Background: an optimization exercise with open tools, aiming at small area and a short achievable clock period. Do not read the settings as production practice. The RTL was checked by simulation tests, not by an equivalence proof against the original design.

== v33 ==
Design ecc80_codec, start of the top module:
module ecc80_codec (
    input  wire        clk,
    input  wire        rst,
    input  wire        enc_valid_i,
    input  wire [63:0] enc_data_i,
    output reg         enc_valid_o,
    output reg  [15:0] enc_check_o,
    input  wire        dec_valid_i,
    input  wire [79:0] dec_cw_i,
    output reg         dec_valid_o,
    output reg  [63:0] dec_data_o,
    output reg  [15:0] dec_check_o,
    output reg  [1:0]  dec_err_o
);
    reg         enc_v1;
    wire [269:0] ex0_;
    assign ex0_[0] = enc_data_i[11] ^ enc_data_i[30];
    assign ex0_[1] = enc_data_i[49] ^ enc_data_i[57];
    assign ex0_[2] = enc_data_i[22] ^ enc_data_i[23];
    assign ex0_[3] = enc_data_i[4] ^ enc_data_i[9];
    assign ex0_[4] = enc_data_i[19] ^ enc_data_i[21];
    assign ex0_[5] = enc_data_i[45] ^ enc_data_i[48];
    assign ex0_[6] = enc_data_i[24] ^ enc_data_i[29];
    assign ex0_[7] = enc_data_i[26] ^ enc_data_i[31];
    assign ex0_[8] = enc_data_i[1] ^ enc_data_i[10];
    assign ex0_[9] = enc_data_i[44] ^ enc_data_i[47];
  ...
Size: ~2000 cells after synthesis, about 19000 um^2 of cells after synthesis.
Settings: LEC_CHECK=0, CAP_MARGIN=20, CORE_MARGIN=2, CORE_UTILIZATION=55, PLACE_DENSITY=0.7, SLEW_MARGIN=70; clock period 22.0 ns.
standard.sh (not shown) runs the stock make flow with config.mk's settings and CLKGATE_MAP_FILE= SYNTH_SCRIPT=/design/flow/synth_recipe.tcl, a recipe that flattens the netlist after the stock synthesis.
==> flow/flow/run.sh <==
#!/bin/bash
# The standard layout (the standard.sh on the ORFS finish target), with one
# change: the buffers that buffer_ports puts on every input and output port are
# sky130_fd_sc_hd__buf_1 instead of the cell OpenROAD picks by default.
# The whole make output goes to standard.log in the work folder; ORFS also
# keeps each step's own log under orfs/logs/.
set -euo pipefail
cd "$(dirname "$0")/.."
bash standard.sh "BUFFER_PORTS_ARGS=-buffer_cell sky130_fd_sc_hd__buf_1" finish > standard.log 2>&1
Modified inputs, v25 compared to v33
==> flow/flow/run.sh <==
#!/bin/bash
# The standard layout (the standard.sh), with three changes:
#  - synthesis maps the logic with flow/abc_map.script (an area-oriented ABC
#    mapping: dch, map -a, then ABC's own buffering and sizing) in place of
#    ORFS's abc_speed.script. It runs on a copy of ORFS's scripts folder in
#    which only abc_speed.script is replaced; flip-flops are mapped before ABC
#    runs, so the registers are exactly those of the standard synthesis;
#  - synthesis runs without Yosys's extract_fa (ADDER_MAP_FILE empty), so the
#    parity and GF(2^7) logic is not cut into half-adder cells before ABC;
#  - the buffers that buffer_ports puts on every input and output port are
#    sky130_fd_sc_hd__buf_1 instead of the cell OpenROAD picks by default.
# Each make call's whole output goes to its own log in the work folder
# (synth.log, standard.log); ORFS also keeps each step's log under orfs/logs/.
set -euo pipefail
cd "$(dirname "$0")/.."
rm -rf synth_scripts
cp -r "$FLOW_HOME/scripts" synth_scripts
cp flow/abc_map.script synth_scripts/abc_speed.script
bash standard.sh "ADDER_MAP_FILE=" "SCRIPTS_DIR=$PWD/synth_scripts" synth > synth.log 2>&1
bash standard.sh "ADDER_MAP_FILE=" "BUFFER_PORTS_ARGS=-buffer_cell sky130_fd_sc_hd__buf_1" finish > standard.log 2>&1
==> flow/flow/abc_map.script (new file) <==
strash
dch
map -a
topo
stime -c
buffer -c
upsize -c
dnsize -c
[summary]
Every stage of the flow completed for v25, and the final layout passed the timing, DRC and antenna checks. Looking at highest metal layer with signal wires, the met5 result is from v33; the met4 one comes from v25. Looking at cell type of the slowest stage on the worst timing path, the sky130_fd_sc_hd__xnor2_1 result is from v33; the sky130_fd_sc_hd__xor2_1 one comes from v25. Count of cell instances traversed by the critical path: v25 lower than v33. Looking at capture point of the worst path, the pg0_q1[23]$_DFF_P_ result is from v25; the eq0[22]$_DFF_P_ one comes from v33. v25 vs. v33: share of post-route cells with drive strength above 1 lower; core utilization has increased.
[inputs] v26 vs v25
==> flow/flow/run.sh <==
#!/bin/bash
# The standard layout (the standard.sh on the ORFS finish target), with two
# changes:
#  - synthesis runs without Yosys's extract_fa (ADDER_MAP_FILE empty), so the
#    parity and GF(2^7) logic is not cut into half-adder cells before ABC;
#  - the buffers that buffer_ports puts on every input and output port are
#    sky130_fd_sc_hd__buf_1 instead of the cell OpenROAD picks by default.
# The whole make output goes to standard.log in the work folder; ORFS also
# keeps each step's own log under orfs/logs/.
set -euo pipefail
cd "$(dirname "$0")/.."
bash standard.sh "ADDER_MAP_FILE=" "BUFFER_PORTS_ARGS=-buffer_cell sky130_fd_sc_hd__buf_1" finish > standard.log 2>&1
removed: flow/flow/abc_map.script
[summary]
v26: no failed stages, no open violations at the end. Summary: via count, v26 worse than v25. Per the comparison of v26 with v25, total number of nets in the final design dropped about 3%, die area now sits higher. The mean number of vias per cell in v26 sits about 2.5% above the value recorded for v25. Launching instance or port of the critical path: enc_data_i[57] -> v26, dec_cw_i[71] -> v25. Of v25 and v26, the higher number of diodes added for antenna fixing belongs to v25.

-- static timing again, ports no longer ideal --
In the flow no input, the clock included, has a driving cell. The finished layouts below were timed again as built, in two steps. Step 1 (the two cells are an assumption about what drives the block):
set clk [get_ports {clk}]
set_driving_cell -lib_cell sky130_fd_sc_hd__clkbuf_16 $clk
set_driving_cell -lib_cell sky130_fd_sc_hd__buf_2 [delete_from_list [all_inputs] $clk]
Step 2 moves the port delays by t, midway between the first and last clock arrival at a register: inputs arrive t later, outputs are due t later. That takes back most of the time a late clock gives input paths. Three values: ideal ports, drivers, drivers and shift; two values: the first two.
run	shift t [ns]	setup slack, ns	latest minus earliest clock arrival (ns)
v33	0.588	16.245 / 16.277 / 15.689	0.038 / 0.038
v25	0.558	16.306 / 16.323 / 15.764	0.037 / 0.037
v26	0.574	16.184 / 16.213 / 15.639	0.025 / 0.026
After both steps every run listed still meets setup and hold. For v33, which loses most, drivers alone change the setup slack by +0.032 ns; drivers and shift together by -0.556 ns.
